Background: an optimization exercise with open tools, aiming at small area. Do not read the settings as production practice.
Only simulation tests tie the RTL to the original design; equivalence was not proved.
Power figures rest on the tool's default switching activity, not on a simulated workload.

--- flow/run.sh ---
#!/bin/bash
# synth_recipe.tcl (not shown) runs the flow's synth.tcl, then flattens the netlist and writes it again
# the make line also repeats each setting of config.mk as NAME=value (left out here)
make -C /OpenROAD-flow-scripts/flow DESIGN_CONFIG=/design/flow/config.mk WORK_HOME=/design/flow/orfs CLKGATE_MAP_FILE= SYNTH_SCRIPT=/design/flow/synth_recipe.tcl finish
--- flow/design.v ---
module fh_s01 (
    input  wire         clk,
    input  wire         rst,
    input  wire         in_valid,
    input  wire [15:0]  in_cont,
    input  wire [15:0]  ped64,
    input  wire [15:0]  ped8,
    input  wire [15:0]  ped1,
    input  wire [23:0]  ratio8,
    input  wire [23:0]  ratio1,
    input  wire [4:0]   n1,
    input  wire [1:0]   sh0,
    input  wire [2:0]   sh1,
    input  wire [287:0] h,
    output reg          out_valid,
    output reg  [19:0]  out_m,
    output reg  [21:0]  out_y,
    output reg          out_edge,
    output reg  [4:0]   out_edges,
    output reg          out_cal,
    output reg          out_half,
    output reg          out_sat
);
    reg        a_valid;
    reg [15:0] a_cont;
    always @(posedge clk) begin
        if (rst) begin
            a_valid <= 1'b0;
            a_cont  <= 16'd0;
        end else begin
            a_valid <= in_valid;
            if (in_valid)
                a_cont <= in_cont;
        end
    end
    wire [1:0]  a_range = a_cont[15:14];
    wire [11:0] a_code  = a_cont[11:0];
    wire signed [17:0] diff64 = $signed({2'b00, a_code, 4'b0000}) - $signed({2'b00, ped64});
    wire signed [17:0] diff8  = $signed({2'b00, a_code, 4'b0000}) - $signed({2'b00, ped8});
    wire signed [17:0] diff1  = $signed({2'b00, a_code, 4'b0000}) - $signed({2'b00, ped1});
    wire signed [42:0] prod8 = diff8 * $signed({1'b0, ratio8});
    wire signed [42:0] prod1 = diff1 * $signed({1'b0, ratio1});
    wire signed [17:0] rnd64 = (diff64 + 18'sd8) >>> 4;
    wire signed [42:0] rnd8  = (prod8 + 43'sd524288) >>> 20;
    wire signed [42:0] rnd1  = (prod1 + 43'sd524288) >>> 20;
    reg signed [42:0] s0_raw;
    always @(*) begin
        case (a_range)
            2'b00:   s0_raw = {{25{rnd64[17]}}, rnd64};
            2'b01:   s0_raw = rnd8;
            2'b10:   s0_raw = rnd1;
            default: s0_raw = 43'sd0;
        endcase
    end
    wire s0_hi = s0_raw > 43'sd524287;
    wire s0_lo = s0_raw < -43'sd524288;
    wire signed [19:0] s0_val = s0_hi ? 20'sd524287 :
                                s0_lo ? -20'sd524288 : s0_raw[19:0];
    wire s0_lim     = s0_hi | s0_lo;
    wire s0_clipped = (a_code == 12'd0) || (a_code == 12'hFFF);
    reg               b_valid;
    reg        [1:0]  b_range;
    reg               b_edge;
    reg               b_cal;
    reg signed [19:0] b_val;
    reg               b_sat;      
    always @(posedge clk) begin
        if (rst) begin
            b_valid <= 1'b0;
            b_range <= 2'b11;
            b_edge  <= 1'b0;
            b_cal   <= 1'b0;
            b_val   <= 20'sd0;
            b_sat   <= 1'b0;
        end else begin
            b_valid <= a_valid;
            if (a_valid) begin
                b_range <= a_range;
                b_edge  <= a_cont[13];
                b_cal   <= a_cont[12];
                b_val   <= s0_val;
                b_sat   <= s0_lim | s0_clipped;
            end
        end
    end
    reg               c_have;     
    reg        [1:0]  c_range;
    reg               c_edge;
    reg               c_cal;
    reg signed [19:0] c_val;
    reg               c_sat;
    reg signed [19:0] prev_m;     
    reg        [1:0]  prev_range;
    wire signed [20:0] interp_sum = $signed({prev_m[19], prev_m}) + $signed({b_val[19], b_val}) + 21'sd1;
    wire signed [19:0] interp     = interp_sum[20:1];
    wire               c_repl     = (c_range == 2'b11);
    wire signed [19:0] c_m        = !c_repl ? c_val :
                                    (prev_range != 2'b11 && b_range != 2'b11) ? interp : 20'sd0;
    wire               c_done     = b_valid && c_have;
    wire signed [20:0] m_ext = {c_m[19], c_m};
    reg  signed [20:0] m_shifted;
    always @(*) begin
        case (sh0)
            2'd0:    m_shifted = m_ext;
            2'd1:    m_shifted = (m_ext + 21'sd1) >>> 1;
            2'd2:    m_shifted = (m_ext + 21'sd2) >>> 2;
            default: m_shifted = (m_ext + 21'sd4) >>> 3;
        endcase
    end
    reg signed [19:0] tap  [0:15];
    reg        [15:0] f_edge;
    reg        [15:0] f_cal;
    reg        [15:0] f_half;
    reg        [15:0] f_sat;
    reg signed [19:0] line_m;     
    reg               line_new;   
    integer i;
    always @(posedge clk) begin
        if (rst) begin
            c_have     <= 1'b0;
            c_range    <= 2'b11;
            c_edge     <= 1'b0;
            c_cal      <= 1'b0;
            c_val      <= 20'sd0;
            c_sat      <= 1'b0;
            prev_m     <= 20'sd0;
            prev_range <= 2'b11;
            for (i = 0; i < 16; i = i + 1)
                tap[i] <= 20'sd0;
            f_edge   <= 16'd0;
            f_cal    <= 16'd0;
            f_half   <= 16'd0;
            f_sat    <= 16'd0;
            line_m   <= 20'sd0;
            line_new <= 1'b0;
        end else begin
            line_new <= c_done;
            if (b_valid) begin
                c_have  <= 1'b1;
                c_range <= b_range;
                c_edge  <= b_edge;
                c_cal   <= b_cal;
                c_val   <= b_val;
                c_sat   <= b_sat;
            end
            if (c_done) begin
                prev_m     <= c_m;
                prev_range <= c_range;
                tap[0]     <= m_shifted[19:0];
                for (i = 1; i < 16; i = i + 1)
                    tap[i] <= tap[i-1];
                f_edge <= {f_edge[14:0], c_edge & ~c_repl};
                f_cal  <= {f_cal[14:0],  c_cal  & ~c_repl};
                f_half <= {f_half[14:0], c_repl};
                f_sat  <= {f_sat[14:0],  c_sat  & ~c_repl};
                line_m <= c_m;
            end
        end
    end
    reg [15:0] win;
    always @(*) begin
        for (i = 0; i < 16; i = i + 1)
            win[i] = (i < n1);
    end
    reg [4:0] edge_count;
    always @(*) begin
        edge_count = 5'd0;
        for (i = 0; i < 16; i = i + 1)
            edge_count = edge_count + {4'd0, f_edge[i] & win[i]};
    end
    reg signed [37:0] prod [0:15];
    reg               d_valid;
    reg signed [19:0] d_m;
    reg               d_edge;
    reg        [4:0]  d_edges;
    reg               d_cal;
    reg               d_half;
    reg               d_sat;
    always @(posedge clk) begin
        if (rst) begin
            for (i = 0; i < 16; i = i + 1)
                prod[i] <= 38'sd0;
            d_valid <= 1'b0;
            d_m     <= 20'sd0;
            d_edge  <= 1'b0;
            d_edges <= 5'd0;
            d_cal   <= 1'b0;
            d_half  <= 1'b0;
            d_sat   <= 1'b0;
        end else begin
            d_valid <= line_new;
            if (line_new) begin
                for (i = 0; i < 16; i = i + 1)
                    prod[i] <= win[i] ? $signed(h[18*i +: 18]) * tap[i] : 38'sd0;
                d_m     <= line_m;
                d_edge  <= |(f_edge & win);
                d_edges <= edge_count;
                d_cal   <= |(f_cal & win);
                d_half  <= |(f_half & win);
                d_sat   <= |(f_sat & win);
            end
        end
    end
    reg signed [41:0] acc1;
    always @(*) begin
        acc1 = 42'sd0;
        for (i = 0; i < 16; i = i + 1)
            acc1 = acc1 + prod[i];
    end
    reg signed [41:0] acc1_rnd;
    always @(*) begin
        acc1_rnd = (acc1 + (42'sd1 <<< (13 + sh1))) >>> (14 + sh1);
    end
    wire y_hi = acc1_rnd > 42'sd2097151;
    wire y_lo = acc1_rnd < -42'sd2097152;
    wire signed [21:0] y_val = y_hi ? 22'sd2097151 :
                               y_lo ? -22'sd2097152 : acc1_rnd[21:0];
    always @(posedge clk) begin
        if (rst) begin
            out_valid <= 1'b0;
            out_m     <= 20'd0;
            out_y     <= 22'd0;
            out_edge  <= 1'b0;
            out_edges <= 5'd0;
            out_cal   <= 1'b0;
            out_half  <= 1'b0;
            out_sat   <= 1'b0;
        end else begin
            out_valid <= d_valid;
            if (d_valid) begin
                out_m     <= d_m;
                out_y     <= y_val;
                out_edge  <= d_edge;
                out_edges <= d_edges;
                out_cal   <= d_cal;
                out_half  <= d_half;
                out_sat   <= d_sat | y_hi | y_lo;
            end
        end
    end
endmodule
--- flow/constraint.sdc ---
create_clock -name core_clock -period 20.0 [get_ports {clk}]
set_input_delay 4.0000 -clock core_clock [delete_from_list [all_inputs] [get_ports {clk}]]
set_output_delay 4.0000 -clock core_clock [all_outputs]
set_load 0.01 [all_outputs]
--- flow/config.mk ---
export PLATFORM = sky130hd
export DESIGN_NAME = fh_s01
export DESIGN_NICKNAME = fh_s01
export VERILOG_FILES = /design/flow/design.v
export SDC_FILE = /design/flow/constraint.sdc
export NUM_CORES = 4
export LEC_CHECK = 0
export CAP_MARGIN = 20
export CORE_MARGIN = 2
export CORE_UTILIZATION = 30
export PLACE_DENSITY = 0.35
export SLEW_MARGIN = 20
==> summary.md <==
| Metric | Value |
|---|---|
| H-tree Lvls | `4` |
| Hold Path Sink | `f_sat[15]` |
| R2R Path Start | `a_cont[0]` |
| Mapped Cells | `32737` |
| Post-synthesis mux area share | `0.632%` |
| Die ar. | `988000 um^2` |
| Cell Rows | `363` |
| WL/cell | `24.5 um` |
| Sequential area share after synthesis | `7.94%` |
| CTS Root Cell | `clkbuf_16` |
| Hold path cells | `2` |
| Top delay family on crit path | `compound AO/OA/AOI/OAI gates` |
| Maximum fanout along the worst path | `25` |
| Crit path DAT | `15960 ps` |
| Syn_nets | `42121` |
| Reg2reg end | `b_sat` |
| Vias in the first global route | `236925` |
| Synth async-reset ratio | `0%` |
| Delay of the slowest critical-path stage | `740 ps` |
| CP endpoint kind | `register` |
| Min Tclk post-route | `15160 ps` |
| Unique cell type count in the Yosys netlist | `109` |
| Drt first pass iters | `5` |
| Utilization after layout | `32.8%` |
| Cts repair resizes | `0` |
| Worst path slowest cell | `a211oi_1` |
| P&R area growth vs syn | `8.80%` |
| PwrDens | `57.7 nW/um^2` |
| Worst Path Required | `20800 ps` |
| Max Root-Sink Buffers | `4` |
| Synth Area in Compound Gates | `6.21%` |
| Num CTS Buffers | `177` |
| Initial antenna violation count | `99` |
| Worst reg-to-reg setup slack | `7840 ps` |
| Tightest Hold Check Type | `reg2reg` |
| CTS tree | `built` |
| Slew @ Worst Pin | `1210 ps` |
| Ys flop type | `dfxtp_1` |
| Share of cells above drive strength 1 | `3.70%` |
| Largest net degree at the start of global routing | `135` |
| Unrepaired setup endpoints after global routing | `no` |
| CORE AREA | `977000 um^2` |
| RePlAce Congestion | `0.902` |
| Final WL | `1110 mm` |
| Most frequent cells in the layout | `7367 x inv_1, 7013 x fa_1, 5405 x nand2_1` |
| Syn avg cell area | `8.98 um^2` |
| Clock skew | `102 ps` |
| Die X | `994 um` |
| Final setup TNS | `0 ps` |
| Worst skew pair latency | `940 ps` |
| Hold_buf cts | `0` |
| First-pass GRT wire length | `1660 mm` |
| Largest family of logic cells by synthesized area | `adder cells` |
| Crit. Startpoint | `ped1[0]` |
| Finished Layout Cells | `45415` |
| Clock slew at reported path FFs | `60 ps` |
| # setup viols final | `0` |
| Initial Util | `30.1%` |
| Hpwl dp | `913 mm` |
| Outcome | `no timing/DRC/antenna violations` |
| Yosys reg bits | `1166` |
| CP Buf/Inv Count | `8` |
| Post-Synth Adder-Cell Area | `56.1%` |
| Vias/cell | `4.71` |
| MaxCap Viol Count | `0` |
| Hold path startpoint | `f_sat[15]` |
| Via count | `213784` |
| Final Slew Violations | `0` |
| Detailed-route DRC error count | `0` |
| Most common cell after layout, fill and taps aside | `inv_1` |
| EDFF count, synth | `0` |
| Leakage | `144 nW` |
| Post-Synth Simple-Gate Area | `15.3%` |
| Die H | `994 um` |
| IO Count | `465` |
| Max-slew headroom | `19.4%` |
| Most frequent CP cell | `a21oi_1` |
| DRT iter0 DRCs | `11390` |
| Remaining antenna violation count after routing | `0` |
| Synthesized area | `294000 um^2` |
| Port buffer count | `464` |
| Achievable Freq | `66.0 MHz` |
| Critical Path Start Type | `primary input` |
| Post-Synth XOR/XNOR Area | `2.16%` |
| Total GRT Usage | `22.7%` |
| Clk sink count | `1166` |
| Post-CTS setup buffer count | `0` |
| Cell count after placement | `45049` |
| Tcrit/Tclk final | `75.8%` |
| Hold slack | `454 ps` |
| Ys Warns | `3` |
| Grt ovf | `0` |
| Critical path class | `in2reg` |
| Final #Nets | `41658` |
| Reg2Reg Depth | `41` |
| Final total power | `18.4 mW` |
| Maximum VDD drop | `0.487 mV` |
| Final hold violation count | `0` |
state kept, by name, indices dropped and copies added, names as in the netlist, 2 cells and up:
name,cells
prod,608
tap,320
out_y,22
b_val,20
c_val,20
d_m,20
out_m,20
prev_m,20
a_cont,16
f_cal,16
f_edge,16
f_half,16
f_sat,16
d_edges,5
out_edges,5
b_range,2
c_range,2
prev_range,2
logic make-up after synthesis:
group | after synthesis
buf+inv | 9153
flops | 1166
mux | 156
xor+xnor | 725
fa+ha+maj | 8971
compound gates | 2783
simple gates | 9783
metal layers:
layer	wire length, um	up-vias	global-route usage (%)
met2	541000	3513	39.0
met5	239	-	0
li1	-	95817	-
met1	489000	113488	30.0
met3	41100	924	2.40
met4	42600	42	6.93
final cells by class:
class	instances	area (um^2)
Multi-Input combinational cell	22418	237000
Timing Repair Buffer	1139	9750
Tap cell	12957	16200
Inverter	7372	27700
Sequential cell	1166	23400
Clock inverter	70	1020
Fill cell	102127	657000
Clock buffer	252	5120
Antenna cell	41	103
tightest hold or removal path, cell delays in order, from the launching register on:
cell and delay, ps:
dfxtp_1 310, nand2_1 50, a21oi_1 50
how the worst max path moves through the flow:
stage / to / slack (ps) / cells past startpoint
2_1_floorplan: b_val[10] / 6990 / 42
3_3_place_gp: b_sat / 3910 / 43
3_5_place_dp: b_sat / 3980 / 43
4_1_cts: b_sat / 4850 / 42
5_1_grt: b_sat / 3770 / 42
6_report: b_sat / 4840 / 43
where the power goes:
| part | leakage, nW | internal (mW) | total, mW | switching, mW |
|---|---|---|---|---|
| Clock | 3.00 | 2.01 | 3.45 | 1.44 |
| Sequential | 9.41 | 2.34 | 2.38 | 0.0387 |
| Combinational | 132 | 4.99 | 12.6 | 7.63 |
| Total | 144 | 9.34 | 18.4 | 9.11 |
cell usage after synthesis (17+ instances only):
master / count / share of area, %
nand2_1: 5406 / 6.9
o21a_1: 91 / 0.23
fa_1: 7013 / 48
a21oi_1: 986 / 1.7
a2111oi_0: 19 / 0.057
a211oi_2: 18 / 0.077
inv_1: 7368 / 9.4
nor4_1: 25 / 0.053
nor3_1: 146 / 0.25
a311oi_1: 18 / 0.054
or3_1: 83 / 0.18
nand3_1: 277 / 0.47
a22o_1: 66 / 0.20
o311ai_0: 17 / 0.051
a211o_1: 31 / 0.092
xor2_1: 197 / 0.59
nand2b_1: 409 / 0.87
o21bai_1: 75 / 0.19
buf_1: 31 / 0.040
nand4_1: 51 / 0.11
mux2i_1: 125 / 0.43
o21ai_0: 332 / 0.57
nor2b_1: 84 / 0.18
a41oi_1: 18 / 0.054
mux4_2: 23 / 0.18
ha_1: 1958 / 8.3
nor2_1: 946 / 1.2
a31oi_1: 65 / 0.14
a21boi_0: 23 / 0.059
xnor2_1: 528 / 1.6
a22oi_1: 331 / 0.84
dfxtp_1: 1166 / 7.9
a21o_1: 240 / 0.61
and2_1: 2140 / 4.6
or2_2: 61 / 0.13
a32oi_1: 33 / 0.098
o211ai_1: 35 / 0.089
o31a_1: 27 / 0.080
o31ai_1: 56 / 0.14
and3_1: 64 / 0.14
clkbuf_1: 1735 / 2.2
a211oi_1: 104 / 0.27
stage by stage:
| stage | setup slack [ps] | area (um^2) |
|---|---|---|
| CTS | 4850 | 320000 |
| detailed placement | 3980 | 314000 |
| global placement | 3910 | 314000 |
| global route | 3770 | 320000 |
| floorplan | 6990 | 294000 |
| finish | 4840 | 320000 |

==> what the ideal ports hide <==
The results above use ideal ports. As a check the final layout listed here was re-extracted and re-timed, cells and wires unchanged.
Step 1, drivers: a clkbuf_16 drives clk and a buf_2 each remaining input, both assumed.
Step 2, shift: input delay + t, output delay - t, t = (earliest + latest rising clock arrival at the registers) / 2. This alone moves slack from input paths to output paths.
a / b / c = no drivers / after step 1 / after step 2; a / b = the first two.
t (ns): 1.050
setup slack, ns: 4.839 / 4.963 / 3.913
worst setup path after step 2: input to register
clock arrival spread, ns: 0.117 / 0.118
After both steps setup and hold are still met in this run. For this run, drivers alone change the setup slack by +0.124 ns; drivers and shift together by -0.926 ns.
